This is an optimization exercise on Yosys and OpenROAD, whose aim is small area, a short achievable clock period and few clock cycles, not a production implementation. At most, simulation tests tie the RTL to the original design; equivalence was not proved. Function not checked in runs 1 to 3: the RTL went through the layout flow alone. Power and IR drop assume default switching activity.

--- flow/design.v ---
module qsc_encoder (
    input  wire        clk,
    input  wire        rst,
    input  wire        cmd_valid,
    output wire        cmd_ready,
    input  wire [5:0]  cmd_width_m1,
    input  wire [5:0]  cmd_lines_m1,
    input  wire        cmd_hist_reset,
    input  wire        in_valid,
    output wire        in_ready,
    input  wire [7:0]  in_pix,
    output wire        out_valid,
    input  wire        out_ready,
    output wire [7:0]  out_data,
    output wire        done,
    output wire [14:0] nbytes
);
    integer i;
    reg adv;            
    reg in_rdy;
    reg cmd_rdy;
    reg        active;
    reg [5:0]  cur_w, cur_l;
    reg        cur_hr;
    reg [5:0]  j, ln;
    wire last_j  = (j == cur_w);
    wire last_l  = (ln == cur_l);
    wire cmd_acc = cmd_valid && !active;          
    wire take    = in_valid && active && adv;     
    wire blk_out = take && last_j && last_l;      
    assign cmd_ready = cmd_rdy;
    assign in_ready  = in_rdy;
    wire active_nx = cmd_acc || (active && !blk_out);
    always @(posedge clk) begin
        if (rst) begin
            active <= 1'b0;
            j      <= 6'd0;
            ln     <= 6'd0;
        end else begin
            active <= active_nx;
            if (cmd_acc) begin
                cur_w  <= cmd_width_m1;
                cur_l  <= cmd_lines_m1;
                cur_hr <= cmd_hist_reset;
            end
            if (take) begin
                j  <= last_j ? 6'd0 : j + 6'd1;
                if (last_j) ln <= last_l ? 6'd0 : ln + 6'd1;
            end
        end
    end
    reg        v0;
    reg [7:0]  x0;
    reg        f0_first, f0_last, f0_end, f0_hrf, f0_z;
    always @(posedge clk) begin
        if (rst)      v0 <= 1'b0;
        else if (adv) v0 <= take;
        if (adv) begin
            x0       <= in_pix;
            f0_first <= (j == 6'd0);
            f0_last  <= last_j;
            f0_end   <= last_j && last_l;
            f0_hrf   <= cur_hr && (j == 6'd0) && (ln == 6'd0);
            f0_z     <= cur_hr && (ln == 6'd0);
        end
    end
    reg [7:0]  lb [0:61];
    reg [7:0]  bn_reg, b_reg, last_pix;
    wire [5:0] wi  = ~cur_w;                    
    wire       w1  = (cur_w == 6'd0);
    wire       w2  = (cur_w == 6'd1);
    wire [7:0] tap = lb[6'd61 - {3'd0, wi[2:0]}];
    wire       sh  = v0 && adv;
    always @(posedge clk) begin
        if (sh) begin
            lb[0] <= x0;
            for (i = 1; i < 62; i = i + 1)
                lb[i] <= ((i % 8) == 0 && wi[5:3] == (i / 8)) ? x0 : lb[i-1];
            bn_reg <= w2 ? x0 : tap;
            b_reg  <= w1 ? x0 : bn_reg;
        end
    end
    wire [7:0] bz  = f0_z ? 8'd0 : b_reg;
    wire [7:0] bnz = f0_z ? 8'd0 : bn_reg;
    wire [7:0] na = x0, nb = bnz, nc = bz;
    wire [8:0] d_bc = {1'b0, nb} - {1'b0, nc};
    wire [8:0] d_ac = {1'b0, na} - {1'b0, nc};
    wire [8:0] d_ab = {1'b0, na} - {1'b0, nb};
    wire       z_bc = (nb == nc);
    wire       z_ac = (na == nc);
    wire       gab  = !d_ab[8] && !(na == nb);       
    wire       cgea = d_ac[8] || z_ac;               
    wire       cgeb = d_bc[8] || z_bc;               
    wire       clea = !d_ac[8];                      
    wire       cleb = !d_bc[8];                      
    wire [7:0] p_ab = na + nb - nc;
    reg  [7:0] npred;
    always @(*) begin
        if (cgea && cgeb)      npred = gab ? nb : na;    
        else if (clea && cleb) npred = gab ? na : nb;    
        else                   npred = p_ab;
    end
    function [1:0] qzd;
        input [8:0] d;
        input       z;
        begin
            if (z)                                                        qzd = 2'd0;
            else if (d[8:2] == 7'd0 || (d[8:2] == 7'h7f && d[1:0] != 2'd0)) qzd = 2'd1;
            else if (d[8:4] == 5'd0 || (d[8:4] == 5'h1f && d[3:0] != 4'd0)) qzd = 2'd2;
            else                                                          qzd = 2'd3;
        end
    endfunction
    wire [3:0] nctx  = {qzd(d_bc, z_bc), qzd(d_ac, z_ac)};
    wire       nflat = z_bc && z_ac;
    reg  [7:0] pred_n;
    reg  [3:0] ctx_n;
    reg        flat_n;
    always @(posedge clk) begin
        if (rst) begin
            ctx_n  <= 4'd0;
            flat_n <= 1'b1;
        end else if (sh) begin
            ctx_n  <= f0_last ? 4'd0 : nctx;
            flat_n <= f0_last || nflat;
        end
        if (sh) begin
            last_pix <= x0;
            pred_n   <= npred;
        end
    end
    wire [7:0] pred  = f0_first ? bz : pred_n;
    wire [7:0] e     = x0 - pred;
    wire [7:0] m_cur = {e[6:0] ^ {7{e[7]}}, e[7]};
    wire       match = x0 == (f0_first ? bz : last_pix);
    reg [13:0] sa [0:15];
    reg [5:0]  sn [0:15];
    reg [15:0] sv;
    reg        v1;
    reg [7:0]  m1;
    reg [3:0]  ctx1;
    reg [13:0] a1;
    reg [5:0]  n1;
    reg        flat1, match1;
    reg        f1_last, f1_end, f1_hrf;
    wire        regv;             
    wire [13:0] a_new;
    wire [5:0]  n_new;
    wire        fwd = v1 && regv && (ctx_n == ctx1);
    always @(posedge clk) begin
        if (rst)      v1 <= 1'b0;
        else if (adv) v1 <= v0;
        if (adv) begin
            m1      <= m_cur;
            ctx1    <= ctx_n;
            flat1   <= flat_n;
            match1  <= match;
            f1_last <= f0_last;
            f1_end  <= f0_end;
            f1_hrf  <= f0_hrf;
            if (f0_hrf) begin
                a1 <= 14'd4;
                n1 <= 6'd1;
            end else if (fwd) begin
                a1 <= a_new;
                n1 <= n_new;
            end else if (sv[ctx_n]) begin
                a1 <= sa[ctx_n];
                n1 <= sn[ctx_n];
            end else begin
                a1 <= 14'd4;
                n1 <= 6'd1;
            end
        end
    end
    function [2:0] jtab;
        input [4:0] r;
        begin
            case (r)
                5'd0,  5'd1,  5'd2,  5'd3:  jtab = 3'd0;
                5'd4,  5'd5,  5'd6,  5'd7:  jtab = 3'd1;
                5'd8,  5'd9,  5'd10, 5'd11: jtab = 3'd2;
                5'd12, 5'd13, 5'd14, 5'd15: jtab = 3'd3;
                5'd16, 5'd17:               jtab = 3'd4;
                5'd18, 5'd19:               jtab = 3'd5;
                5'd20, 5'd21:               jtab = 3'd6;
                default:                    jtab = 3'd7;    
            endcase
        end
    endfunction
    reg [4:0]  ri;
    reg [2:0]  jri;           
    reg [6:0]  cnt;           
    reg        run_cont;      
    wire       inrun  = run_cont || flat1;
    wire [4:0] ri_cur = f1_hrf ? 5'd0 : ri;
    wire [2:0] jr     = f1_hrf ? 3'd0 : jri;
    wire [6:0] cnt1   = cnt + 7'd1;
    wire [6:0] cmask  = ~(7'h7f << jr);         
    wire       hit    = (cnt == cmask);
    wire [4:0] ri_up  = (ri_cur == 5'd31) ? ri_cur : ri_cur + 5'd1;
    wire [4:0] ri_dn  = (ri_cur == 5'd0) ? ri_cur : ri_cur - 5'd1;
    wire       r_one  = inrun && match1 && (hit || f1_last);
    wire       r_zero = inrun && !match1;
    wire [6:0] cnt_sh = cnt << (3'd7 - jr);
    assign     regv   = !(inrun && match1);
    always @(posedge clk) begin
        if (rst) begin
            run_cont <= 1'b0;
            cnt      <= 7'd0;
        end else if (adv && v1) begin
            if (inrun && match1) begin
                if (hit) begin
                    ri  <= ri_up;
                    jri <= jtab(ri_up);
                    cnt <= 7'd0;
                end else begin
                    ri  <= ri_cur;
                    jri <= jr;
                    cnt <= f1_last ? 7'd0 : cnt1;
                end
                run_cont <= !f1_last;
            end else if (inrun) begin
                ri       <= ri_dn;
                jri      <= jtab(ri_dn);
                cnt      <= 7'd0;
                run_cont <= 1'b0;
            end else begin
                run_cont <= 1'b0;
            end
        end
    end
    wire [13:0] a_add = a1 + {6'd0, m1};
    assign a_new = (n1 == 6'd63) ? {1'b0, a_add[13:1]} : a_add;
    assign n_new = (n1 == 6'd63) ? 6'd32 : n1 + 6'd1;
    wire   s_upd = adv && v1 && regv;
    always @(posedge clk) begin
        if (adv && v0 && f0_hrf) sv <= 16'd0;
        else if (s_upd)          sv[ctx1] <= 1'b1;
        for (i = 0; i < 16; i = i + 1) begin
            if (s_upd && ctx1 == i) begin
                sa[i] <= a_new;
                sn[i] <= n_new;
            end
        end
    end
    reg [6:0] ge;
    integer kk;
    reg [13:0] ahi;
    reg        alo;
    always @(*)
        for (kk = 0; kk < 7; kk = kk + 1) begin
            ahi    = a1 >> kk;
            alo    = |(a1 & ~(14'h3fff << kk));
            ge[kk] = !((ahi[13:6] != 8'd0) || (ahi[5:0] > n1) || (ahi[5:0] == n1 && alo));
        end
    wire [7:0] koh = {~ge[6], ge[6:1] & ~ge[5:0], ge[0]};
    wire [2:0] k_cur = {|koh[7:4], |{koh[7:6], koh[3:2]}, |{koh[7], koh[5], koh[3], koh[1]}};
    reg  [4:0] qz_k  [0:7];
    reg  [5:0] len_k [0:7];
    reg  [7:0] esc_k;
    reg  [4:0] qsel;
    reg  [5:0] lsel;
    reg  [7:0] m_sh;
    reg  [7:0] mk;
    always @(*) begin
        qsel = 5'd0;
        lsel = 6'd0;
        m_sh = 8'd0;
        for (kk = 0; kk < 8; kk = kk + 1) begin
            mk         = m1 >> kk;
            esc_k[kk]  = (kk < 4) && (mk >= 8'd23);
            qz_k[kk]   = esc_k[kk] ? 5'd23 : mk[4:0];
            len_k[kk]  = esc_k[kk] ? 6'd32 : ({1'b0, mk[4:0]} + kk + 1);
            qsel       = qsel | ({5{koh[kk]}} & qz_k[kk]);
            lsel       = lsel | ({6{koh[kk]}} & len_k[kk]);
            m_sh       = m_sh | ({8{koh[kk]}} & (m1 << (8 - kk)));
        end
    end
    wire esc = |(koh & esc_k);
    wire [3:0] runl = r_one ? 4'd1 : r_zero ? ({1'b0, jr} + 4'd1) : 4'd0;
    reg        v2;
    reg [7:0]  runf2;
    reg [4:0]  rq2;           
    reg [5:0]  rqf2;          
    reg [8:0]  fld2;
    reg [3:0]  flen2;
    reg        end2;
    always @(posedge clk) begin
        if (rst)      v2 <= 1'b0;
        else if (adv) v2 <= v1;
        if (adv) begin
            runf2 <= r_one ? 8'h80 : r_zero ? {1'b0, cnt_sh} : 8'h00;
            rq2   <= {1'b0, runl} + (regv ? qsel : 5'd0);
            rqf2  <= {2'b0, runl} + (regv ? lsel : 6'd0);
            fld2  <= !regv ? 9'd0 : esc ? {1'b1, m1} : {1'b1, m_sh};
            flen2 <= !regv ? 4'd0 : esc ? 4'd9 : ({1'b0, k_cur} + 4'd1);
            end2  <= f1_end;
        end
    end
    reg [23:0] obuf;
    reg [5:0]  fill;
    reg        pend;
    reg [8:0]  pfld;
    reg [3:0]  pflen;
    reg        pend_end;
    reg        closing;
    reg        done_r;
    reg        ov;
    reg [14:0] nbc;           
    reg [14:0] nb_o;          
    reg [7:0]  od;            
    wire        can_acc = (fill < 6'd16) && !pend && !closing;
    wire        take_c  = v2 && can_acc;
    wire [5:0]  pz      = fill + {1'b0, rq2};                   
    wire [6:0]  fe_t    = {1'b0, fill} + {1'b0, rqf2};
    wire [6:0]  fe_p    = {1'b0, fill} + {3'b0, pflen};
    wire        fits_t  = (fe_t <= 7'd24);
    wire        fits_p  = (fe_p <= 7'd24);
    wire [8:0]  f_src   = pend ? pfld : fld2;
    wire [5:0]  f_pos   = pend ? fill : pz;
    wire        f_fits  = pend ? fits_p : fits_t;
    wire [23:0] ins_r   = take_c ? ({runf2, 16'd0} >> fill[3:0]) : 24'd0;
    wire [23:0] ins_f   = (take_c || pend) ? ({f_src, 15'd0} >> f_pos) : 24'd0;
    wire        cmpl    = take_c ? fits_t : (pend && fits_p);    
    wire        c_end   = pend ? pend_end : end2;
    wire [5:0]  fa_t    = end2 ? {fe_t[5:3] + {2'b0, |fe_t[2:0]}, 3'd0} : fe_t[5:0];
    wire [5:0]  fa_p    = pend_end ? {fe_p[5:3] + {2'b0, |fe_p[2:0]}, 3'd0} : fe_p[5:0];
    wire [5:0]  fill_i  = take_c ? (fits_t ? fa_t : pz) :
                          pend   ? (fits_p ? fa_p : fill) : fill;
    wire [23:0] obuf_i  = obuf | ins_r | ins_f;
    wire        byte_hs = (fill[5:3] != 3'd0) && out_ready;    
    wire [23:0] obuf_nx = byte_hs ? {obuf_i[15:0], 8'd0} : obuf_i;
    wire [5:0]  fill_nx = byte_hs ? {fill_i[5:3] - 3'd1, fill_i[2:0]} : fill_i;
    wire        pend_nx = take_c ? !fits_t : (pend && !fits_p);
    wire        last_b  = closing && (fill == 6'd8);
    wire        clos_nx = (last_b && byte_hs) ? 1'b0 : (cmpl && c_end) ? 1'b1 : closing;
    wire        v2_nx   = adv ? v1 : v2;
    wire        acc_0   = take_c ? (fits_t && !end2 && fe_t < 7'd16) :
                          pend   ? (fits_p && !pend_end && fe_p < 7'd16) :
                                   (fill < 6'd16 && !closing);
    wire        acc_1h  = take_c ? (fits_t && !end2 && fe_t < 7'd24) :
                          pend   ? (fits_p && !pend_end && fe_p < 7'd24) :
                                   (fill < 6'd24 && !(closing && !last_b));
    wire        acc_1   = ov ? acc_1h : acc_0;
    wire        adv_0   = !(v2_nx && !acc_0);
    wire        adv_1   = !(v2_nx && !acc_1);
    wire        adv_nx  = out_ready ? adv_1 : adv_0;
    wire        act_0   = cmd_acc || active;
    wire        act_1   = cmd_acc || (active && !(adv && last_j && last_l));
    wire        act_nx  = in_valid ? act_1 : act_0;
    wire        rdy_00  = act_0 && adv_0;
    wire        rdy_01  = act_0 && adv_1;
    wire        rdy_10  = act_1 && adv_0;
    wire        rdy_11  = act_1 && adv_1;
    wire        rdy_nx  = in_valid ? (out_ready ? rdy_11 : rdy_10) : (out_ready ? rdy_01 : rdy_00);
    wire [14:0] nbc_inc = nbc + 15'd1;
    assign out_valid = ov;
    assign out_data  = od;
    assign done      = done_r;
    assign nbytes    = nb_o;
    always @(posedge clk) begin
        if (rst) begin
            obuf    <= 24'd0;
            fill    <= 6'd0;
            pend    <= 1'b0;
            closing <= 1'b0;
            done_r  <= 1'b0;
            ov      <= 1'b0;
            nbc     <= 15'd0;
            adv     <= 1'b1;
            in_rdy  <= 1'b0;
            cmd_rdy <= 1'b1;
        end else begin
            obuf    <= obuf_nx;
            fill    <= fill_nx;
            pend    <= pend_nx;
            ov      <= (fill_nx >= 6'd8);
            done_r  <= last_b && byte_hs;
            closing <= clos_nx;
            nbc     <= (last_b && byte_hs) ? 15'd0 : byte_hs ? nbc_inc : nbc;
            adv     <= adv_nx;
            in_rdy  <= rdy_nx;
            cmd_rdy <= !act_nx;
        end
        nb_o <= nbc_inc;
        od   <= (fill_nx >= 6'd8) ? obuf_nx[23:16] : 8'd0;
        if (take_c) begin
            pfld     <= fld2;
            pflen    <= flen2;
            pend_end <= end2;
        end
    end
endmodule
--- flow/flow/run.sh ---
#!/bin/bash
# The standard layout, with two changes to how it is made:
#  - the port buffers are buf_4 cells instead of the resizer's default choice
#    (a slow delay buffer);
#  - repair_timing is asked for more setup slack than the period needs, so
#    that it sizes the paths for a shorter achieved period.
# The clock period and all constraints are the design's own.
bash standard.sh "BUFFER_PORTS_ARGS=-buffer_cell sky130_fd_sc_hd__buf_4" SETUP_SLACK_MARGIN=8.7 finish > standard.log 2>&1
--- flow/standard.sh ---
#!/bin/bash
# synth_recipe.tcl (not shown) runs the flow's synth.tcl, then flattens the netlist and writes it again
# the make line also repeats each setting of config.mk as NAME=value (left out here)
make -C /OpenROAD-flow-scripts/flow DESIGN_CONFIG=/design/flow/config.mk WORK_HOME=/design/flow/orfs CLKGATE_MAP_FILE= SYNTH_SCRIPT=/design/flow/synth_recipe.tcl "${@:-finish}"
--- flow/config.mk ---
export PLATFORM = sky130hd
export DESIGN_NAME = qsc_encoder
export DESIGN_NICKNAME = qsc_encoder
export VERILOG_FILES = /design/flow/design.v
export SDC_FILE = /design/flow/constraint.sdc
export NUM_CORES = 4
export LEC_CHECK = 0
export ABC_AREA = 1
export CAP_MARGIN = 5
export CORE_MARGIN = 2
export CORE_UTILIZATION = 65
export CTS_BUF_LIST = sky130_fd_sc_hd__clkbuf_16
export CTS_CLUSTER_DIAMETER = 80
export CTS_CLUSTER_SIZE = 24
export SLEW_MARGIN = 5
--- flow/constraint.sdc ---
create_clock -name core_clock -period 12.0 [get_ports {clk}]
set_input_delay 2.4000 -clock core_clock [delete_from_list [all_inputs] [get_ports {clk}]]
set_output_delay 2.4000 -clock core_clock [all_outputs]
set_load 0.01 [all_outputs]
==> impl_metrics.yaml, run 1 <==
run_status:
  status: "finished clean"
grt:
  first_pass_grt_wire_length_mm: 164.5
  grt_start_max_net_pins: 93
  track_usage_pct: 28.67
  grt_pass1_vias: 28700
  grt_overflow: 0
  number_of_antenna_violations_at_the_first_check_in_global_routing: 1
setup_path:
  crit_required_ns: 9.60
  reg2reg_to: "rq2[4]"
  worst-path-buf-inv: 1
  critical_path.reg2reg.startpoint: "a1[7]"
  critical_path.top_delay_family: "flip-flops"
  startpoint_type: "flop"
  critPathMaxFanout: 1
  cells_on_worst_reg2reg_path: 21
  cp_cell_sequence: "buf_6"
  critical-path-max-stage-delay_ns: 0.36
  critical_path_arrival_ns: 1.12
  timing.reg2reg.setup_slack_ns: 8.52
  standard_cell_with_the_maximum_stage_delay_on_the_critical_path: "sky130_fd_sc_hd__dfxtp_2"
  setup.worst_path.end_class: "output pin"
  worst-setup-path-type: "reg2out"
floorplanning:
  die_width_um: 274.2
  rows: 99
  die_height_um: 274.2
  io-pin-count: 53
  die_area_um2: 75200
  initial_util_pct: 65.39
  floorplan.core_area_um2: 72590
cells_and_area:
  largestRegisters: "lb: 488 flops, sa: 224 flops, sn: 96 flops"
  finalNetCount: 4602
  largest_reg_flops: 488
  nFillCells: 5175
  largest_register: "lb"
  ratio_of_cells_with_drive_above_1_in_the_final_layout_pct: 12.52
  syn_to_final_growth_pct: 10.88
route:
  first_pass_iters: 7
  post_drt_antenna_nets: 0
  drc: 0
  vias: 31810
  route.detailed.wl_per_inst_um: 20.48
  detail_route.wirelength_mm: 110.5
  post_drt_via_cell_ratio: 5.895
  dr.first_iter.drc_count: 3439
place:
  dp_slack_ns: 7.637
  detailedPlacementHpwl_mm: 67.88
  port-buffer-count: 52
  globalplace.congestion: 0.9578
cts:
  cts_made_buffers: 55
  cts_tree: "built"
  cts-hold-fix-buffers: 0
  clock_latency_ns: 0.68
  clk_root_buffer_cell: "sky130_fd_sc_hd__clkbuf_16"
  ctsHtreeMaxLevel: 2
  clock_tree.buffer_depth: 3
  clock_sink_count: 1078
  worst_setup_hold_path_clk_slew_ns: 0.10
logic_synthesis:
  synthDistinctLibCells: 68
  yosys_most_used_dff: "sky130_fd_sc_hd__edfxtp_1"
  netlist_area_um2: 47470
  synthDominantCellAreaShare_pct: 60.60
  ys_top_cells_by_count: "sky130_fd_sc_hd__nand2_1, sky130_fd_sc_hd__edfxtp_1, sky130_fd_sc_hd__inv_1"
  postSynthAreaPerCell_um2: 11.15
  synth_seq_cells: 1078
  warning_count_from_the_yosys_run: 6
  syn_nets: 4450
  post-synth-top-count-cell: "sky130_fd_sc_hd__nand2_1"
  yosysSeqAreaShare_pct: 65.67
  synthesis.instances: 4256
  number_of_enable_type_register_cells_in_the_synthesized_netlist: 958
  async_flop_share_pct: 0
  synth.area.top_cells: "sky130_fd_sc_hd__edfxtp_1, sky130_fd_sc_hd__nand2_1, sky130_fd_sc_hd__dfxtp_1"
  yosysTopAreaCell: "sky130_fd_sc_hd__edfxtp_1"
timing:
  hold_violations: 0
  worst_slew_pin_slew_ns: 1.291
  rsz0062_at_grt: "yes"
  max_freq_ghz: 0.2842
  tns_ns: 0
  finalWorstSetupSlack_ns: 8.481
  final_period_minus_worst_setup_slack_ns: 3.519
  largest_clock_skew_in_the_final_design_ns: 0.05125
  timing.slew.headroom_pct: 13.67
  maxSlewViolCount: 0
  post-route-period-util_pct: 29.32
  final-setup-viol-count: 0
flow_run:
  drv_cap: 0
power_and_ir_drop:
  total_leakage_power_nw: 20.04
  power.density_cell_area_nw_per_um2: 211.9
  ir_drop_mv: 0.1675
hold_path:
  worstHoldPathType: "reg2reg"
  destination_of_the_worst_hold_path: "lb[46][5]"
  hold-path-cell-count: 0
  min-delay-start: "lb[45][5]"
-- per-stage QoR --
| stage | std cells | hold slack (ns) | util [%] | cell area [um2] | power, W |
|---|---|---|---|---|---|
| global placement | 5193 | 0.4003 | 67.52 | 49010 | 0.008233 |
| floorplan | 4256 | 0.4003 | - | 47550 | 0.007423 |
| CTS | 5334 | 0.4159 | 71.11 | 51620 | 0.01066 |
| detailed placement | 5193 | 0.4045 | 67.52 | 49010 | 0.008276 |
| global route | 5392 | 0.4171 | 72.49 | 52620 | 0.01177 |
| finish | 5396 | 0.4154 | 72.51 | 52630 | 0.01115 |
-- report_power, final --
group / switching [W] / internal [W]
clock: 0.00118 / 0.000876
sequential: 0.000165 / 0.00467
combinational: 0.00269 / 0.00157
-- placed cells by master (no fill, tap or decap), types with 30 or more instances in the layout --
cell type / netlist / routed
sky130_fd_sc_hd__nand3_1: 239 / 229
sky130_fd_sc_hd__inv_1: 360 / 342
sky130_fd_sc_hd__buf_4: 3 / 140
sky130_fd_sc_hd__dfxtp_1: 120 / 89
sky130_fd_sc_hd__o21ai_0: 227 / 213
sky130_fd_sc_hd__nor2_4: 6 / 39
sky130_fd_sc_hd__buf_6: 4 / 46
sky130_fd_sc_hd__a21oi_1: 201 / 195
sky130_fd_sc_hd__ha_1: 152 / 133
sky130_fd_sc_hd__nor2_1: 248 / 213
sky130_fd_sc_hd__xnor2_1: 32 / 30
sky130_fd_sc_hd__clkbuf_16: 0 / 56
sky130_fd_sc_hd__o21ai_1: 23 / 31
sky130_fd_sc_hd__nand4_1: 112 / 112
sky130_fd_sc_hd__xor2_1: 74 / 74
sky130_fd_sc_hd__nand2_1: 1071 / 1047
sky130_fd_sc_hd__nor3_1: 39 / 35
sky130_fd_sc_hd__edfxtp_1: 958 / 958
-- cell families after synthesis --
group / synth area share (%)
simple gates: 16.24
flops: 65.67
compound gates: 7.246
buf+inv: 4.141
fa+ha+maj: 4.681
xor+xnor: 1.956
mux: 0.07116
-- layer usage --
| metal | vias to the layer above | GRT usage, % | wire length [um] |
|---|---|---|---|
| met2 | 1290 | 44.11 | 49720 |
| met5 | - | 0 | 0 |
| li1 | 15120 | - | - |
| met1 | 15150 | 42.44 | 47720 |
| met4 | 0 | 10.74 | 4490 |
| met3 | 244 | 3.494 | 8581 |
-- worst max path at each step --
stage	from	end	slack, ns	depth (start not counted)
6_report	nb_o[0]	nbytes[0]	8.48	1
5_1_grt	a1[7]	rq2[4]	8.38	21
4_1_cts	nb_o[1]	nbytes[1]	8.45	1
3_5_place_dp	out_ready	nbc[8]	7.64	7
3_3_place_gp	out_ready	nbc[14]	7.73	9
2_1_floorplan	adv	b_reg[0]	2.99	2
-- repair_timing --
| item | CTS | global route |
|---|---|---|
| pin swaps | 29 | 54 |
| cloned | 4 | 8 |
| endpoints found under the setup margin | 451 | 622 |
| gates resized for setup | 150 | 129 |
| buffers inserted | 55 | 50 |
-- cell type report --
cell class	instances	area, um2	share of cell area, %
repair buffers	197	1768	3.359
clock buffers	56	1401	2.663
clock inverters	26	269.0	0.5111
repair inverters	4	22.52	0.04279
multi-input cells	2688	15230	28.94
well taps	959	1200	2.280
diodes	4	10.01	0.01902
flip-flops and latches	1078	31220	59.32
inverters	384	1511	2.872
==> run 2: changes to the inputs <==
--- a/flow/design.v
+++ b/flow/design.v
@@ -255,25 +255,16 @@
         end
     wire [7:0] koh = {~ge[6], ge[6:1] & ~ge[5:0], ge[0]};
     wire [2:0] k_cur = {|koh[7:4], |{koh[7:6], koh[3:2]}, |{koh[7], koh[5], koh[3], koh[1]}};
-    reg  [4:0] qz_k  [0:7];
-    reg  [5:0] len_k [0:7];
-    reg  [7:0] esc_k;
-    reg  [4:0] qsel;
-    reg  [5:0] lsel;
+    reg  [7:0] q_cur;
     reg  [7:0] m_sh;
-    reg  [7:0] mk;
+    reg  [7:0] esc_k;
     always @(*) begin
-        qsel = 5'd0;
-        lsel = 6'd0;
-        m_sh = 8'd0;
+        q_cur = 8'd0;
+        m_sh  = 8'd0;
         for (kk = 0; kk < 8; kk = kk + 1) begin
-            mk         = m1 >> kk;
-            esc_k[kk]  = (kk < 4) && (mk >= 8'd23);
-            qz_k[kk]   = esc_k[kk] ? 5'd23 : mk[4:0];
-            len_k[kk]  = esc_k[kk] ? 6'd32 : ({1'b0, mk[4:0]} + kk + 1);
-            qsel       = qsel | ({5{koh[kk]}} & qz_k[kk]);
-            lsel       = lsel | ({6{koh[kk]}} & len_k[kk]);
-            m_sh       = m_sh | ({8{koh[kk]}} & (m1 << (8 - kk)));
+            esc_k[kk] = (kk < 4) && ((m1 >> kk) >= 8'd23);
+            q_cur     = q_cur | ({8{koh[kk]}} & (m1 >> kk));
+            m_sh      = m_sh | ({8{koh[kk]}} & (m1 << (8 - kk)));
         end
     end
     wire esc = |(koh & esc_k);
@@ -290,8 +281,8 @@
         else if (adv) v2 <= v1;
         if (adv) begin
             runf2 <= r_one ? 8'h80 : r_zero ? {1'b0, cnt_sh} : 8'h00;
-            rq2   <= {1'b0, runl} + (regv ? qsel : 5'd0);
-            rqf2  <= {2'b0, runl} + (regv ? lsel : 6'd0);
+            rq2   <= {1'b0, runl} + (!regv ? 5'd0 : esc ? 5'd23 : q_cur[4:0]);
+            rqf2  <= {2'b0, runl} + (!regv ? 6'd0 : esc ? 6'd32 : ({1'b0, q_cur[4:0]} + {3'd0, k_cur} + 6'd1));
             fld2  <= !regv ? 9'd0 : esc ? {1'b1, m1} : {1'b1, m_sh};
             flen2 <= !regv ? 4'd0 : esc ? 4'd9 : ({1'b0, k_cur} + 4'd1);
             end2  <= f1_end;
@@ -378,12 +369,12 @@
             done_r  <= last_b && byte_hs;
             closing <= clos_nx;
             nbc     <= (last_b && byte_hs) ? 15'd0 : byte_hs ? nbc_inc : nbc;
+            if (last_b && byte_hs) nb_o <= nbc_inc;
+            if (fill_nx >= 6'd8)   od   <= obuf_nx[23:16];
             adv     <= adv_nx;
             in_rdy  <= rdy_nx;
             cmd_rdy <= !act_nx;
         end
-        nb_o <= nbc_inc;
-        od   <= (fill_nx >= 6'd8) ? obuf_nx[23:16] : 8'd0;
         if (take_c) begin
             pfld     <= fld2;
             pflen    <= flen2;
--- a/flow/config.mk
+++ b/flow/config.mk
@@ -8,7 +8,7 @@
 export ABC_AREA = 1
 export CAP_MARGIN = 5
 export CORE_MARGIN = 2
-export CORE_UTILIZATION = 65
+export CORE_UTILIZATION = 40
 export CTS_BUF_LIST = sky130_fd_sc_hd__clkbuf_16
 export CTS_CLUSTER_DIAMETER = 80
 export CTS_CLUSTER_SIZE = 24
==> run 2 against run 1 <==
Global-route usage fell by 11 points. Worst hold slack got worse by 0.0033 ns. Area after synthesis fell by 0.75%. Combinational power rose by 4%. Largest power group unchanged. Register-to-register slack got worse by 0.47 ns. Non-clock buffer count did not move. Setup slack got worse by 0.43 ns. Wire length rose by 1.4%. Critical path depth rose by 25. First-iteration DRC count fell by 20%. Sequential cell count did not move.
==> impl_metrics.yaml, run 2 <==
grt:
  number_of_antenna_violations_at_the_first_check_in_global_routing: 2
  grt_start_max_net_pins: 207
  grt_pass1_vias: 28940
  track_usage_pct: 18.15
  grt_overflow: 0
  first_pass_grt_wire_length_mm: 170.5
logic_synthesis:
  postSynthAreaPerCell_um2: 11.41
  async_flop_share_pct: 0
  synthDistinctLibCells: 60
  warning_count_from_the_yosys_run: 4
  yosysTopAreaCell: "sky130_fd_sc_hd__edfxtp_1"
  yosys_most_used_dff: "sky130_fd_sc_hd__edfxtp_1"
  yosysSeqAreaShare_pct: 66.65
  netlist_area_um2: 47110
  syn_nets: 4316
  synthesis.instances: 4129
  number_of_enable_type_register_cells_in_the_synthesized_netlist: 981
  ys_top_cells_by_count: "sky130_fd_sc_hd__nand2_1, sky130_fd_sc_hd__edfxtp_1, sky130_fd_sc_hd__inv_1"
  synthDominantCellAreaShare_pct: 62.53
  synth.area.top_cells: "sky130_fd_sc_hd__edfxtp_1, sky130_fd_sc_hd__nand2_1, sky130_fd_sc_hd__dfxtp_1"
  post-synth-top-count-cell: "sky130_fd_sc_hd__nand2_1"
  synth_seq_cells: 1078
cts:
  ctsHtreeMaxLevel: 2
  clock_tree.buffer_depth: 3
  cts_tree: "built"
  clock_latency_ns: 0.69
  worst_setup_hold_path_clk_slew_ns: 0.09
  cts-hold-fix-buffers: 0
  clock_sink_count: 1078
  clk_root_buffer_cell: "sky130_fd_sc_hd__clkbuf_16"
  cts_made_buffers: 56
setup_path:
  startpoint_type: "flop"
  setup.worst_path.end_class: "flop"
  worst-setup-path-type: "reg2reg"
  critical_path_arrival_ns: 4.40
  critical-path-max-stage-delay_ns: 0.50
  critical_path.reg2reg.startpoint: "a1[6]"
  timing.reg2reg.setup_slack_ns: 8.05
  crit_required_ns: 12.45
  cells_on_worst_reg2reg_path: 26
  critPathMaxFanout: 4
  worstSetupStartpoint: "a1[6]"
  reg2reg_to: "rqf2[4]"
  standard_cell_with_the_maximum_stage_delay_on_the_critical_path: "sky130_fd_sc_hd__edfxtp_1"
  most_used_cell_along_the_critical_path: "sky130_fd_sc_hd__nand2_1"
hold_path:
  min-delay-start: "lb[13][7]"
  worstHoldPathType: "reg2reg"
  destination_of_the_worst_hold_path: "lb[14][7]"
  hold-path-cell-count: 0
floorplanning:
  die_width_um: 347.2
  die_height_um: 347.2
  initial_util_pct: 40.43
  rows: 125
  io-pin-count: 53
  die_area_um2: 120500
  floorplan.core_area_um2: 116500
cells_and_area:
  ratio_of_cells_with_drive_above_1_in_the_final_layout_pct: 12.89
  largest_reg_flops: 488
  nFillCells: 10550
  layout.cells.most_common: "sky130_fd_sc_hd__edfxtp_1"
  n_antenna_cell: 0
  largest_register: "lb"
  finalNetCount: 4465
  syn_to_final_growth_pct: 12.51
  largestRegisters: "lb: 488 flops, sa: 224 flops, sn: 96 flops"
  layout_common_cells: "sky130_fd_sc_hd__edfxtp_1, sky130_fd_sc_hd__nand2_1, sky130_fd_sc_hd__inv_1"
  final_design_area_no_fill_um2: 53000
place:
  placed_area_um2: 49450
  detailedPlacementHpwl_mm: 69.84
  dp_slack_ns: 7.094
  port-buffer-count: 52
  globalplace.congestion: 0.8852
timing:
  fin_hold_ws_ns: 0.4121
  hold_violations: 0
  final-setup-viol-count: 0
  max_freq_ghz: 0.2531
  worst_slew_pin_slew_ns: 1.195
  tns_ns: 0
  rsz0062_at_grt: "yes"
  final_period_minus_worst_setup_slack_ns: 3.951
  post-route-period-util_pct: 32.93
  maxSlewViolCount: 0
  finalWorstSetupSlack_ns: 8.049
  largest_clock_skew_in_the_final_design_ns: 0.04906
  timing.slew.headroom_pct: 20.05
flow_run:
  drv_cap: 0
power_and_ir_drop:
  ir_drop_mv: 0.2381
  total_leakage_power_nw: 19.79
  power.density_cell_area_nw_per_um2: 215.4
route:
  route.detailed.wl_per_inst_um: 19.19
  drc: 0
  first_pass_iters: 6
  post_drt_via_cell_ratio: 5.245
  vias: 30620
  dr.first_iter.drc_count: 2753
  post_drt_antenna_nets: 0
  detail_route.wirelength_mm: 112.1
run_status:
  status: "finished clean"
-- run 2: changes by cell type in the layout (fill, tap and decap cells not counted), moves of 11 or more --
cell,delta
sky130_fd_sc_hd__a21oi_1,-25
sky130_fd_sc_hd__a31oi_1,+11
sky130_fd_sc_hd__buf_4,+13
sky130_fd_sc_hd__dfxtp_2,-22
sky130_fd_sc_hd__edfxtp_1,+23
sky130_fd_sc_hd__ha_1,-16
sky130_fd_sc_hd__ha_4,+11
sky130_fd_sc_hd__inv_1,+12
sky130_fd_sc_hd__nand2_1,-71
sky130_fd_sc_hd__nand3_1,-27
sky130_fd_sc_hd__o21ai_0,-22
sky130_fd_sc_hd__o21ai_1,+23
sky130_fd_sc_hd__o22ai_1,+12
sky130_fd_sc_hd__xnor2_1,-11
-- run 2: layer usage --
layer	track usage, %	vias up	part of all wire, %
met5	0	-	0
met1	25.89	14950	46
met3	2.186	158	4.9
met4	4.942	0	2.5
met2	29.33	805	46
li1	-	14710	-
-- run 2: worst max path at each step --
stage                          end  depth (start not counted)
after floorplan           b_reg[0]                          2
after global placement     nb_o[7]                          7
after detailed placement   nb_o[8]                          7
after CTS                  rqf2[5]                         24
after global routing       rqf2[4]                         26
final                      rqf2[4]                         26
-- run 2: kinds of logic after synthesis --
| group | after synthesis | synth area share (%) |
|---|---|---|
| AO/OA/AOI/OAI | 588 | 7.142 |
| XOR/XNOR | 92 | 1.710 |
| adder cells (fa/ha/maj) | 161 | 4.547 |
| buffers and inverters | 500 | 4.271 |
| flip-flops | 1078 | 66.65 |
| multiplexers | 2 | 0.04249 |
| AND/OR/NAND/NOR | 1708 | 15.64 |
-- run 2: timing repair --
action | in CTS | in global routing
resized for setup | 125 | 103
endpoints found under the setup margin | 154 | 170
buffers inserted | 68 | 43
pin swaps | 47 | 40
gates cloned | 2 | 0
-- run 2: final cells by class --
| cell class | instances | area (um2) | share of cell area (%) |
|---|---|---|---|
| Timing Repair inverter | 1 | 7.507 | 0.01416 |
| Tap cell | 1524 | 1907 | 3.598 |
| Timing Repair Buffer | 197 | 1679 | 3.168 |
| Clock inverter | 38 | 326.6 | 0.6161 |
| Multi-Input combinational cell | 2552 | 14680 | 27.70 |
| Inverter | 392 | 1551 | 2.927 |
| Clock buffer | 57 | 1426 | 2.691 |
| Sequential cell | 1078 | 31420 | 59.28 |
-- run 2: where the power goes --
part / internal (W) / leakage [nW] / switching [W]
Combinational: 0.00172 / 8.89 / 0.00269
Sequential: 0.00469 / 9.97 / 0.000167
Clock: 0.000936 / 0.933 / 0.00122
Total: 0.00735 / 19.8 / 0.00407
-- run 2: per-stage QoR --
stage	cells	power [W]	utilization, %
2_1_floorplan	4129	0.007506	-
3_3_place_gp	5631	0.008304	42.44
3_5_place_dp	5631	0.008356	42.44
4_1_cts	5796	0.01101	44.85
5_1_grt	5839	0.01211	45.49
6_report	5839	0.01142	45.49
-- run 2: worst max-delay path: cells and delay by family, from the launching register on --
| kind | cells | cell delay, ns |
|---|---|---|
| compound gates | 5 | 0.69 |
| xor+xnor | 1 | 0.18 |
| fa+ha+maj | 3 | 0.86 |
| buf+inv | 3 | 0.36 |
| flops | 1 | 0.50 |
| simple gates | 14 | 1.14 |
==> run 3: changes to the inputs <==
--- a/flow/design.v
+++ b/flow/design.v
@@ -25,8 +25,8 @@
     reg [5:0]  j, ln;
     wire last_j  = (j == cur_w);
     wire last_l  = (ln == cur_l);
-    wire cmd_acc = cmd_valid && !active;          
-    wire take    = in_valid && active && adv;     
+    wire cmd_acc = cmd_valid && cmd_rdy;
+    wire take    = in_valid && in_rdy;
     wire blk_out = take && last_j && last_l;      
     assign cmd_ready = cmd_rdy;
     assign in_ready  = in_rdy;
@@ -297,9 +297,7 @@
     reg        closing;
     reg        done_r;
     reg        ov;
-    reg [14:0] nbc;           
-    reg [14:0] nb_o;          
-    reg [7:0]  od;            
+    reg [14:0] nbc;
     wire        can_acc = (fill < 6'd16) && !pend && !closing;
     wire        take_c  = v2 && can_acc;
     wire [5:0]  pz      = fill + {1'b0, rq2};                   
@@ -319,8 +317,7 @@
     wire [5:0]  fill_i  = take_c ? (fits_t ? fa_t : pz) :
                           pend   ? (fits_p ? fa_p : fill) : fill;
     wire [23:0] obuf_i  = obuf | ins_r | ins_f;
-    wire        byte_hs = (fill[5:3] != 3'd0) && out_ready;    
-    wire [23:0] obuf_nx = byte_hs ? {obuf_i[15:0], 8'd0} : obuf_i;
+    wire        byte_hs = ov && out_ready;
     wire [5:0]  fill_nx = byte_hs ? {fill_i[5:3] - 3'd1, fill_i[2:0]} : fill_i;
     wire        pend_nx = take_c ? !fits_t : (pend && !fits_p);
     wire        last_b  = closing && (fill == 6'd8);
@@ -337,7 +334,7 @@
     wire        adv_1   = !(v2_nx && !acc_1);
     wire        adv_nx  = out_ready ? adv_1 : adv_0;
     wire        act_0   = cmd_acc || active;
-    wire        act_1   = cmd_acc || (active && !(adv && last_j && last_l));
+    wire        act_1   = cmd_acc || (active && !(in_rdy && last_j && last_l));
     wire        act_nx  = in_valid ? act_1 : act_0;
     wire        rdy_00  = act_0 && adv_0;
     wire        rdy_01  = act_0 && adv_1;
@@ -346,9 +343,9 @@
     wire        rdy_nx  = in_valid ? (out_ready ? rdy_11 : rdy_10) : (out_ready ? rdy_01 : rdy_00);
     wire [14:0] nbc_inc = nbc + 15'd1;
     assign out_valid = ov;
-    assign out_data  = od;
+    assign out_data  = obuf[23:16];
     assign done      = done_r;
-    assign nbytes    = nb_o;
+    assign nbytes    = nbc;
     always @(posedge clk) begin
         if (rst) begin
             obuf    <= 24'd0;
@@ -362,15 +359,13 @@
             in_rdy  <= 1'b0;
             cmd_rdy <= 1'b1;
         end else begin
-            obuf    <= obuf_nx;
+            obuf    <= byte_hs ? {obuf_i[15:0], 8'd0} : obuf_i;
             fill    <= fill_nx;
             pend    <= pend_nx;
             ov      <= (fill_nx >= 6'd8);
             done_r  <= last_b && byte_hs;
             closing <= clos_nx;
-            nbc     <= (last_b && byte_hs) ? 15'd0 : byte_hs ? nbc_inc : nbc;
-            if (last_b && byte_hs) nb_o <= nbc_inc;
-            if (fill_nx >= 6'd8)   od   <= obuf_nx[23:16];
+            nbc     <= done_r ? 15'd0 : byte_hs ? nbc_inc : nbc;
             adv     <= adv_nx;
             in_rdy  <= rdy_nx;
             cmd_rdy <= !act_nx;
==> run 3 against run 2 <==
Synthesized cell count fell by 0.19%. Highest routed layer unchanged. Final cell count hardly changed. Final area down 1.5%. Sequential power shrank 4.5%. Worst hold slack worse by 0.014 ns. Sequential cell count is 23 lower. Register-to-register slack gained 0.07 ns. Largest cell class unchanged. Combinational power shrank 17%. Largest power group unchanged. Area after synthesis is 1.6% lower. Via count down 1.3%. Critical endpoint unchanged. Die area down 1.6%. Clock skew increased by 0.0017 ns.
==> impl_metrics.yaml, run 3 <==
place:
  globalplace.congestion: 0.8705
  placed_area_um2: 48670
  port-buffer-count: 52
  dp_slack_ns: 7.966
  placedCellCount: 5622
  detailedPlacementHpwl_mm: 68.51
floorplanning:
  die_area_um2: 118600
  rows: 124
  die_width_um: 344.4
  io-pin-count: 53
  floorplan.core_area_um2: 114700
  initial_util_pct: 40.41
  die_height_um: 344.4
timing:
  rsz0062_at_grt: "yes"
  worst_slew_pin_slew_ns: 1.062
  timing.slew.headroom_pct: 28.97
  maxSlewViolCount: 0
  finalWorstSetupSlack_ns: 8.123
  hold_violations: 0
  final-setup-viol-count: 0
  tns_ns: 0
  final_period_minus_worst_setup_slack_ns: 3.877
  post-route-period-util_pct: 32.31
  max_freq_ghz: 0.2579
  largest_clock_skew_in_the_final_design_ns: 0.05079
hold_path:
  worstHoldPathType: "reg2reg"
run_status:
  status: "finished clean"
cells_and_area:
  finalNetCount: 4472
  n_antenna_cell: 0
  finish.utilization_pct: 45.55
  final_design_area_no_fill_um2: 52220
  syn_to_final_growth_pct: 12.71
  layout_common_cells: "sky130_fd_sc_hd__nand2_1, sky130_fd_sc_hd__edfxtp_1, sky130_fd_sc_hd__inv_1"
  largest_register: "lb"
  nFillCells: 10480
  largest_reg_flops: 488
  layout.cells.most_common: "sky130_fd_sc_hd__nand2_1"
  ratio_of_cells_with_drive_above_1_in_the_final_layout_pct: 13.03
  non_filler_instances: 5842
  largestRegisters: "lb: 488 flops, sa: 224 flops, sn: 96 flops"
cts:
  clock_latency_ns: 0.69
  worst_setup_hold_path_clk_slew_ns: 0.10
  cts_tree: "built"
  clock_tree.buffer_depth: 3
  ctsHtreeMaxLevel: 2
  clock_sink_count: 1055
  cts_made_buffers: 53
  clk_root_buffer_cell: "sky130_fd_sc_hd__clkbuf_16"
logic_synthesis:
  yosysTopAreaCell: "sky130_fd_sc_hd__edfxtp_1"
  number_of_enable_type_register_cells_in_the_synthesized_netlist: 958
  synth.area.top_cells: "sky130_fd_sc_hd__edfxtp_1, sky130_fd_sc_hd__nand2_1, sky130_fd_sc_hd__dfxtp_1"
  syn_nets: 4308
  synth_seq_cells: 1055
  synthDominantCellAreaShare_pct: 62.09
  yosys_most_used_dff: "sky130_fd_sc_hd__edfxtp_1"
  synthDistinctLibCells: 64
  warning_count_from_the_yosys_run: 4
  yosysSeqAreaShare_pct: 66.28
  ys_top_cells_by_count: "sky130_fd_sc_hd__nand2_1, sky130_fd_sc_hd__edfxtp_1, sky130_fd_sc_hd__inv_1"
  synthesis.instances: 4121
  netlist_area_um2: 46340
  async_flop_share_pct: 0
  post-synth-top-count-cell: "sky130_fd_sc_hd__nand2_1"
  postSynthAreaPerCell_um2: 11.24
route:
  route.detailed.wl_per_inst_um: 18.24
  post_drt_via_cell_ratio: 5.176
  detail_route.wirelength_mm: 106.6
  first_pass_iters: 6
  dr.first_iter.drc_count: 2434
  vias: 30240
  post_drt_antenna_nets: 0
  drc: 0
setup_path:
  critical-path-max-stage-delay_ns: 0.52
  critPathMaxFanout: 4
  critical_path_arrival_ns: 4.32
  cp_cell_sequence: "buf_4 -> ha_4 -> nand2_2 -> o21bai_1 -> nand3_2 -> a21oi_4 -> inv_2 -> nand2_2 -> buf_6 -> o22ai_1 -> nor2_1 -> nand2_2 -> buf_4 -> fa_2 -> inv_2 -> nor2_4 -> inv_2 -> fa_2 -> inv_1 -> a31oi_1 -> nand3_1 -> nand2_1"
  startpoint_type: "flop"
  setup.worst_path.end_class: "flop"
  crit_required_ns: 12.44
  worst-setup-path-type: "reg2reg"
  standard_cell_with_the_maximum_stage_delay_on_the_critical_path: "sky130_fd_sc_hd__fa_2"
grt:
  grt_start_max_net_pins: 201
  grt_overflow: 0
  grt_pass1_vias: 28060
  first_pass_grt_wire_length_mm: 162.5
  number_of_antenna_violations_at_the_first_check_in_global_routing: 1
  track_usage_pct: 17.54
power_and_ir_drop:
  power.density_cell_area_nw_per_um2: 197.6
  total_leakage_power_nw: 19.70
  ir_drop_mv: 0.2164
flow_run:
  drv_cap: 0
==> run 3: cell types whose count changed after synthesis, moves of 9 or more <==
cell,delta
sky130_fd_sc_hd__clkbuf_1,+15
sky130_fd_sc_hd__a22o_1,+12
sky130_fd_sc_hd__o211ai_1,-9
sky130_fd_sc_hd__edfxtp_1,-23
sky130_fd_sc_hd__o21ai_1,-9
sky130_fd_sc_hd__o21ai_0,+17
sky130_fd_sc_hd__xor2_1,-10
sky130_fd_sc_hd__nand2_1,+31
sky130_fd_sc_hd__o22ai_1,-11
sky130_fd_sc_hd__inv_1,+16
sky130_fd_sc_hd__inv_2,-10
==> run 3: area by class of cell <==
type	instances	area [um2]	share of cell area (%)
Sequential cell	1055	30780	58.94
Multi-Input combinational cell	2557	14460	27.68
Tap cell	1512	1892	3.623
Timing Repair Buffer	225	1889	3.618
Inverter	392	1551	2.971
Clock buffer	54	1351	2.588
Clock inverter	46	296.5	0.5678
Timing Repair inverter	1	7.507	0.01438
==> run 3: cells by family after synthesis <==
group                      count (synthesis)  synth area share [%]
AOI/OAI and AO/OA                        592                 7.372
xor gates and xnor gates                  86                 1.626
adders and majority gates                161                 4.623
buffers and inverters                    509                 4.396
DFF                                     1055                 66.28
muxes                                      1               0.02160
and+or+nand+nor                         1717                 15.69
==> run 3: where the power goes <==
part / leakage, nW / switching, W / internal (W)
clock: 0.923 / 0.00117 / 0.000856
combinational: 9.08 / 0.00230 / 0.00137
sequential: 9.70 / 0.000151 / 0.00448
total: 19.7 / 0.00362 / 0.00670
==> run 3: through the flow <==
stage | power (W) | hold slack (ns)
3_5_place_dp | 0.007666 | 0.4045
6_report | 0.01032 | 0.3985
2_1_floorplan | 0.006898 | 0.4003
4_1_cts | 0.01002 | 0.3900
5_1_grt | 0.01095 | 0.4080
3_3_place_gp | 0.007642 | 0.4001
==> run 3: worst paths after layout <==
kind,depth (start not counted),to,startpoint,slack [ns]
worst max-delay path,22,rqf2[4],a1[6],8.12
worst min-delay path,0,lb[6][1],lb[5][1],0.40
worst max register to register,22,rqf2[4],a1[6],8.12
worst min register to register,0,lb[6][1],lb[5][1],0.40
==> run 3: worst max-delay path, delay by kind of cell, from the launching register on <==
family / cells / cell delay [ns]
adder cells (fa/ha/maj): 3 / 1.10
AO/OA/AOI/OAI: 4 / 0.59
buffers and inverters: 7 / 0.63
flip-flops: 1 / 0.45
AND/OR/NAND/NOR: 8 / 0.85
==> run 3: timing repair <==
action / CTS / global route
resized for setup: 122 / 140
hold buffers: 0 / 0
pin swaps: 32 / 46
setup buffers: 67 / 52
setup endpoints to repair: 201 / 475
cloned: 1 / 0
==> run 3: metal layers <==
layer | GRT usage (%) | wire length, um | vias up
met3 | 2.320 | 6221 | 149
met1 | 25.48 | 49200 | 14650
met2 | 28.00 | 48840 | 787
li1 | - | - | 14650
met4 | 4.067 | 2321 | 0
met5 | 0 | 0 | -
==> run 4: changes to the inputs <==
--- a/flow/design.v
+++ b/flow/design.v
@@ -269,10 +269,12 @@
     end
     wire esc = |(koh & esc_k);
     wire [3:0] runl = r_one ? 4'd1 : r_zero ? ({1'b0, jr} + 4'd1) : 4'd0;
+    wire [3:0] flen = !regv ? 4'd0 : esc ? 4'd9 : ({1'b0, k_cur} + 4'd1);
     reg        v2;
     reg [7:0]  runf2;
-    reg [4:0]  rq2;           
-    reg [5:0]  rqf2;          
+    reg [3:0]  runl2;         
+    reg [4:0]  q2;            
+    reg [4:0]  rlfl2;         
     reg [8:0]  fld2;
     reg [3:0]  flen2;
     reg        end2;
@@ -281,10 +283,11 @@
         else if (adv) v2 <= v1;
         if (adv) begin
             runf2 <= r_one ? 8'h80 : r_zero ? {1'b0, cnt_sh} : 8'h00;
-            rq2   <= {1'b0, runl} + (!regv ? 5'd0 : esc ? 5'd23 : q_cur[4:0]);
-            rqf2  <= {2'b0, runl} + (!regv ? 6'd0 : esc ? 6'd32 : ({1'b0, q_cur[4:0]} + {3'd0, k_cur} + 6'd1));
+            runl2 <= runl;
+            q2    <= !regv ? 5'd0 : esc ? 5'd23 : q_cur[4:0];
+            rlfl2 <= {1'b0, runl} + {1'b0, flen};
             fld2  <= !regv ? 9'd0 : esc ? {1'b1, m1} : {1'b1, m_sh};
-            flen2 <= !regv ? 4'd0 : esc ? 4'd9 : ({1'b0, k_cur} + 4'd1);
+            flen2 <= flen;
             end2  <= f1_end;
         end
     end
@@ -300,8 +303,8 @@
     reg [14:0] nbc;
     wire        can_acc = (fill < 6'd16) && !pend && !closing;
     wire        take_c  = v2 && can_acc;
-    wire [5:0]  pz      = fill + {1'b0, rq2};                   
-    wire [6:0]  fe_t    = {1'b0, fill} + {1'b0, rqf2};
+    wire [5:0]  pz      = fill + {2'b0, runl2} + {1'b0, q2};    
+    wire [6:0]  fe_t    = {1'b0, fill} + {2'b0, q2} + {2'b0, rlfl2};
     wire [6:0]  fe_p    = {1'b0, fill} + {3'b0, pflen};
     wire        fits_t  = (fe_t <= 7'd24);
     wire        fits_p  = (fe_p <= 7'd24);
--- a/flow/config.mk
+++ b/flow/config.mk
@@ -8,7 +8,7 @@
 export ABC_AREA = 1
 export CAP_MARGIN = 5
 export CORE_MARGIN = 2
-export CORE_UTILIZATION = 40
+export CORE_UTILIZATION = 65
 export CTS_BUF_LIST = sky130_fd_sc_hd__clkbuf_16
 export CTS_CLUSTER_DIAMETER = 80
 export CTS_CLUSTER_SIZE = 24
==> run 4 against run 3 <==
Final area is 1.4% lower. First-iteration DRC count is 21% higher. Die area is 38% lower. Clock skew is 0.011 ns higher. Highest routed layer unchanged. Sequential power hardly changed. Maximum frequency is 10% higher.
==> impl_metrics.yaml, run 4 <==
run_status:
  status: "finished clean"
timing:
  tns_ns: 0
  max_freq_ghz: 0.2836
  worst_slew_pin_slew_ns: 1.211
  timing.slew.headroom_pct: 18.84
  post-route-period-util_pct: 29.38
  final_period_minus_worst_setup_slack_ns: 3.526
  rsz0062_at_grt: "yes"
  maxSlewViolCount: 0
  hold_violations: 0
  largest_clock_skew_in_the_final_design_ns: 0.06227
  final-setup-viol-count: 0
setup_path:
  crit_required_ns: 9.60
  critPathMaxFanout: 2
  startpoint_type: "flop"
  setup.worst_path.end_class: "output pin"
  critical-path-max-stage-delay_ns: 0.37
  standard_cell_with_the_maximum_stage_delay_on_the_critical_path: "sky130_fd_sc_hd__dfxtp_4"
  critical_path_arrival_ns: 1.13
  worst-path-buf-inv: 1
  critical_path.top_delay_family: "flip-flops"
  cp_cell_sequence: "buf_6"
  worst-setup-path-type: "reg2out"
route:
  dr.first_iter.drc_count: 2952
  drc: 0
  post_drt_antenna_nets: 0
  first_pass_iters: 6
  post_drt_via_cell_ratio: 5.738
  vias: 30120
  route.detailed.wl_per_inst_um: 19.13
  detail_route.wirelength_mm: 100.4
logic_synthesis:
  synth_seq_cells: 1058
  async_flop_share_pct: 0
  synthDominantCellAreaShare_pct: 62.27
  yosysSeqAreaShare_pct: 66.47
  postSynthAreaPerCell_um2: 11.30
  warning_count_from_the_yosys_run: 4
  ys_top_cells_by_count: "sky130_fd_sc_hd__nand2_1, sky130_fd_sc_hd__edfxtp_1, sky130_fd_sc_hd__inv_1"
  number_of_enable_type_register_cells_in_the_synthesized_netlist: 961
  netlist_area_um2: 46340
  synthDistinctLibCells: 63
  synth.area.top_cells: "sky130_fd_sc_hd__edfxtp_1, sky130_fd_sc_hd__nand2_1, sky130_fd_sc_hd__dfxtp_1"
  syn_nets: 4285
  yosys_most_used_dff: "sky130_fd_sc_hd__edfxtp_1"
  yosysTopAreaCell: "sky130_fd_sc_hd__edfxtp_1"
  post-synth-top-count-cell: "sky130_fd_sc_hd__nand2_1"
  synthesis.instances: 4102
floorplanning:
  rows: 97
  die_height_um: 271.0
  floorplan.core_area_um2: 70270
  io-pin-count: 53
  initial_util_pct: 65.94
  die_area_um2: 73440
  die_width_um: 271.0
grt:
  grt_overflow: 0
  first_pass_grt_wire_length_mm: 153.9
  track_usage_pct: 26.81
  number_of_antenna_violations_at_the_first_check_in_global_routing: 0
  grt_pass1_vias: 27760
  grt_start_max_net_pins: 94
cts:
  clock_latency_ns: 0.68
  clk_root_buffer_cell: "sky130_fd_sc_hd__clkbuf_16"
  worst_setup_hold_path_clk_slew_ns: 0.09
  cts-hold-fix-buffers: 0
  clock_tree.buffer_depth: 3
  cts_tree: "built"
  clock_sink_count: 1058
  ctsHtreeMaxLevel: 2
  cts_made_buffers: 54
power_and_ir_drop:
  ir_drop_mv: 0.1889
  total_leakage_power_nw: 19.66
  power.density_cell_area_nw_per_um2: 199.3
cells_and_area:
  largest_register: "lb"
  finish.utilization_pct: 73.26
  ratio_of_cells_with_drive_above_1_in_the_final_layout_pct: 12.79
  syn_to_final_growth_pct: 11.09
  largestRegisters: "lb: 488 flops, sa: 224 flops, sn: 96 flops"
  layout_common_cells: "sky130_fd_sc_hd__nand2_1, sky130_fd_sc_hd__edfxtp_1, sky130_fd_sc_hd__inv_1"
  largest_reg_flops: 488
  finalNetCount: 4445
  layout.cells.most_common: "sky130_fd_sc_hd__nand2_1"
place:
  port-buffer-count: 52
  globalplace.congestion: 0.9315
  detailedPlacementHpwl_mm: 64.43
flow_run:
  drv_cap: 0
hold_path:
  worstHoldPathType: "reg2reg"
run 4: cell count changes after synthesis, moves of 8 or more:
cell                       previous run  this run
sky130_fd_sc_hd__nand2_1           1039      1012
sky130_fd_sc_hd__o21ai_0            221       246
sky130_fd_sc_hd__nor3_1              32        53
sky130_fd_sc_hd__o21ai_1             37        17
sky130_fd_sc_hd__a22o_1              19        37
sky130_fd_sc_hd__nand4_1            105        92
sky130_fd_sc_hd__ha_1               144       133
sky130_fd_sc_hd__o21ai_2              9        20
sky130_fd_sc_hd__inv_1              376       386
sky130_fd_sc_hd__o211ai_1            10        20
sky130_fd_sc_hd__xor2_1              62        52
sky130_fd_sc_hd__a21oi_1            177       169
run 4: metrics by stage:
step	setup slack, ns	instance area, um2	total power (W)	cells	hold WS (ns)
2_1_floorplan	2.980	46450	0.006786	4102	0.4003
3_3_place_gp	8.161	47900	0.007433	5031	0.4000
3_5_place_dp	8.143	47900	0.007467	5031	0.4045
4_1_cts	8.444	50410	0.009765	5173	0.4056
5_1_grt	8.450	51480	0.01084	5248	0.4089
6_report	8.474	51480	0.01026	5249	0.4044
run 4: cell families (layout without fill, tap and decap cells):
group | after synthesis | after routing | synth area share, %
AOI/OAI and AO/OA | 599 | 599 | 7.528
muxes | 4 | 4 | 0.08641
adders and majority gates | 157 | 157 | 4.628
other | 0 | 1 | 0
xor gates and xnor gates | 70 | 70 | 1.323
buffers and inverters | 517 | 722 | 4.444
and+or+nand+nor | 1697 | 1698 | 15.53
DFF | 1058 | 1058 | 66.47
run 4: path summary, 6_finish.rpt:
kind / start / endpoint / slack [ns] / cells past startpoint
min reg2reg: lb[26][4] / lb[27][4] / 0.40 / 0
max reg2reg: rlfl2[1] / ov / 8.73 / 17
max: obuf[18] / out_data[2] / 8.47 / 1
min: lb[26][4] / lb[27][4] / 0.40 / 0
run 4: cell type report:
class / instances / area, um2
antenna: 1 / 2.502
clock buffer: 55 / 1376
clock inverter: 47 / 381.6
fill: 4812 / 18790
inverter: 398 / 1570
multi-input combinational: 2528 / 14290
sequential: 1058 / 30860
tap: 940 / 1176
timing repair buffer: 221 / 1812
timing repair inverter: 1 / 5.005
run 4: repair_timing:
action	in CTS	in global routing
gates cloned	1	1
resized for setup	132	124
setup endpoints to repair	299	201
setup buffers	39	74
pin swaps	24	66
hold endpoints to repair	0	0
run 4: where the power goes:
group	switching, W	total, W	internal [W]
sequential	0.000148	0.00460	0.00445
combinational	0.00223	0.00358	0.00136
clock	0.00117	0.00208	0.000910
total	0.00354	0.0103	0.00672
run 4: per-layer routing:
metal	up-vias	routed length, um	global-route usage, %
met2	1034	46510	42.68
met5	-	0	0
li1	14610	-	-
met4	0	2298	6.862
met1	14300	44920	39.64
met3	174	6668	3.417
Testbench counts of run 4, summed over its fixed seeds: cycles 139,132.
==> run 5: changes to the inputs <==
--- a/flow/config.mk
+++ b/flow/config.mk
@@ -13,3 +13,4 @@
 export CTS_CLUSTER_DIAMETER = 80
 export CTS_CLUSTER_SIZE = 24
 export SLEW_MARGIN = 5
+export TNS_END_PERCENT = 10
==> run 5 against run 4 <==
Still clean. Worst hold slack better by 0.0025 ns. Final cell count is 0.25% lower. Sequential power about the same. Final area decreased by 0.21%. Clock power decreased by 5%. Setup slack improved by 0.0050 ns. Register-to-register slack lost 0.11 ns. Critical path type unchanged. Highest routed layer is now met5.
==> impl_metrics.yaml, run 5 <==
run_status:
  status: "finished clean"
logic_synthesis:
  yosysSeqAreaShare_pct: 66.47
  yosysTopAreaCell: "sky130_fd_sc_hd__edfxtp_1"
  synthDistinctLibCells: 63
  yosys_most_used_dff: "sky130_fd_sc_hd__edfxtp_1"
  number_of_enable_type_register_cells_in_the_synthesized_netlist: 961
  synthesis.instances: 4102
  async_flop_share_pct: 0
  syn_nets: 4285
  postSynthAreaPerCell_um2: 11.30
  synth.area.top_cells: "sky130_fd_sc_hd__edfxtp_1, sky130_fd_sc_hd__nand2_1, sky130_fd_sc_hd__dfxtp_1"
  post-synth-top-count-cell: "sky130_fd_sc_hd__nand2_1"
  synthDominantCellAreaShare_pct: 62.27
  ys_top_cells_by_count: "sky130_fd_sc_hd__nand2_1, sky130_fd_sc_hd__edfxtp_1, sky130_fd_sc_hd__inv_1"
  synth_seq_cells: 1058
  warning_count_from_the_yosys_run: 4
  netlist_area_um2: 46340
timing:
  worst_slew_pin_slew_ns: 1.339
  final-setup-viol-count: 0
  max_freq_ghz: 0.2840
  timing.slew.headroom_pct: 10.74
  rsz0062_at_grt: "yes"
  largest_clock_skew_in_the_final_design_ns: 0.03984
  tns_ns: 0
  post-route-period-util_pct: 29.34
  final_period_minus_worst_setup_slack_ns: 3.521
  finalWorstSetupSlack_ns: 8.479
  hold_violations: 0
  maxSlewViolCount: 0
setup_path:
  startpoint_type: "flop"
  worst-setup-path-type: "reg2out"
  path_depth: 1
  critical-path-max-stage-delay_ns: 0.34
  worst-path-buf-inv: 1
  timing.reg2reg.setup_slack_ns: 8.62
  critPathMaxFanout: 2
  setup.worst_path.end_class: "output pin"
  critical_path.reg2reg.startpoint: "n1[4]"
  crit_required_ns: 9.60
  standard_cell_with_the_maximum_stage_delay_on_the_critical_path: "sky130_fd_sc_hd__dfxtp_2"
  critical_path.top_delay_family: "flip-flops"
  cells_on_worst_reg2reg_path: 18
  critical_path_arrival_ns: 1.12
  cp_cell_sequence: "buf_4"
  reg2reg_to: "rlfl2[3]"
place:
  dp_slack_ns: 7.753
  globalplace.congestion: 0.9253
  port-buffer-count: 52
  placed_area_um2: 47810
  detailedPlacementHpwl_mm: 63.70
cts:
  cts_tree: "built"
  cts-hold-fix-buffers: 0
  clock_sink_count: 1058
  clk_root_buffer_cell: "sky130_fd_sc_hd__clkbuf_16"
  clock_latency_ns: 0.66
  worst_setup_hold_path_clk_slew_ns: 0.09
  ctsHtreeMaxLevel: 2
  clock_tree.buffer_depth: 3
  cts_made_buffers: 53
grt:
  grt_start_max_net_pins: 227
  track_usage_pct: 26.35
  grt_overflow: 0
  first_pass_grt_wire_length_mm: 151.4
  grt_pass1_vias: 27380
  number_of_antenna_violations_at_the_first_check_in_global_routing: 1
route:
  dr.first_iter.drc_count: 3261
  post_drt_via_cell_ratio: 5.758
  drc: 0
  first_pass_iters: 9
  post_drt_antenna_nets: 0
  vias: 30150
  detail_route.wirelength_mm: 99.73
  route.detailed.wl_per_inst_um: 19.05
floorplanning:
  rows: 97
  floorplan.core_area_um2: 70270
  initial_util_pct: 65.94
  die_width_um: 271.0
  die_height_um: 271.0
  io-pin-count: 53
  die_area_um2: 73440
power_and_ir_drop:
  total_leakage_power_nw: 19.57
  ir_drop_mv: 0.1735
  power.density_cell_area_nw_per_um2: 199.6
  power.total_w: 0.01025
cells_and_area:
  multi_input_combinational_cell_area_um2: 14310
  final_design_area_no_fill_um2: 51370
  largest_register: "lb"
  nFillCells: 4877
  n_antenna_cell: 0
  layout.cells.most_common: "sky130_fd_sc_hd__nand2_1"
  syn_to_final_growth_pct: 10.85
  largestRegisters: "lb: 488 flops, sa: 224 flops, sn: 96 flops"
  largest_reg_flops: 488
  layout_common_cells: "sky130_fd_sc_hd__nand2_1, sky130_fd_sc_hd__edfxtp_1, sky130_fd_sc_hd__inv_1"
  area.sequential_um2: 30860
  ratio_of_cells_with_drive_above_1_in_the_final_layout_pct: 12.66
  finalNetCount: 4443
flow_run:
  drv_cap: 0
hold_path:
  destination_of_the_worst_hold_path: "lb[27][4]"
  hold-path-cell-count: 0
  worstHoldPathType: "reg2reg"
  min-delay-start: "lb[26][4]"
run 5: cell counts after synthesis:
No cell type changed its count.
run 5: cell type report:
type / instances / share of cell area, %
sequential: 1058 / 60.08
timing repair inverter: 2 / 0.02923
multi-input combinational: 2528 / 27.86
tap: 940 / 2.290
inverter: 398 / 3.071
timing repair buffer: 219 / 3.507
clock inverter: 38 / 0.5773
clock buffer: 53 / 2.582
run 5: what timing repair did:
item	4_1_cts	5_1_grt
pin swaps	3	72
resized for setup	60	189
gates cloned	1	2
setup buffers	24	92
hold endpoints to repair	0	0
endpoints found under the setup margin	99	315
run 5: logic make-up (layout without fill, tap and decap cells):
kind of cell    count (synthesis)  in the layout  synth area share, %
simple gates                 1697           1698                15.53
flops                        1058           1058                66.47
compound gates                599            599                7.528
buf+inv                       517            710                4.444
fa+ha+maj                     157            157                4.628
xor+xnor                       70             70                1.323
mux                             4              4              0.08641
run 5: where the power goes:
part	leakage (nW)	switching (W)	internal, W
Clock	0.876	0.00113	0.000833
Sequential	9.74	0.000152	0.00445
Combinational	8.95	0.00226	0.00142
run 5: worst max path at each step:
| stage | from | to | slack, ns |
|---|---|---|---|
| finish | nbc[2] | nbytes[2] | 8.48 |
| global placement | out_ready | nbc[13] | 7.83 |
| detailed placement | out_ready | nbc[13] | 7.75 |
| floorplan | adv | b_reg[0] | 2.98 |
| global route | obuf[18] | out_data[2] | 8.44 |
| CTS | nbc[4] | nbytes[4] | 8.45 |
run 5: layer usage:
metal	share of wire, %	GRT usage [%]	routed length, um	vias up
met2	47	41.34	46370	950
met3	6.3	3.674	6323	143
met5	0.013	0	13	-
met1	45	39.72	45060	14490
li1	-	-	-	14570
met4	2.0	5.801	1953	2
run 5: metrics by stage:
| stage | std cells | hold WS, ns | util [%] |
|---|---|---|---|
| after floorplan | 4102 | 0.4003 | - |
| after global placement | 5026 | 0.4000 | 68.04 |
| after detailed placement | 5026 | 0.4045 | 68.04 |
| after CTS | 5142 | 0.4100 | 70.81 |
| after global routing | 5236 | 0.4079 | 73.10 |
| final | 5236 | 0.4069 | 73.10 |

afterwards: timing with drivers on the ports:
How much do the figures lean on ideal ports? The routed layouts below were timed once more, with nothing changed but the port constraints.
Step 1 assumes that a clkbuf_16 drives the clock port and a buf_2 every other input.
Step 2 also shifts input and output timing later by t, the mid clock arrival at the registers, as if the neighbouring blocks saw the same clock.
Slacks: ideal / step 1 / step 2; pairs: ideal / step 1.
run	shift t [ns]	slack for setup (ns)	worst setup path after step 2	worst register clock-pin slew, ns	worst data-port slew with drivers (ns)
run 1	0.728	8.481 / 8.412 / 8.061	input to register	0.10 / 0.10	0.05
run 2	0.744	8.049 / 8.048 / 8.048	register to register	0.10 / 0.10	0.04
run 3	0.733	8.123 / 8.123 / 8.123	register to register	0.10 / 0.10	0.04
run 4	0.721	8.474 / 8.406 / 8.033	input to register	0.10 / 0.10	0.07
run 5	0.714	8.479 / 8.411 / 8.035	input to register	0.10 / 0.10	0.05
After both steps every run listed still meets setup and hold. The setup slack of run 5, which loses most, moves by -0.068 ns with the drivers and by -0.444 ns with both steps.
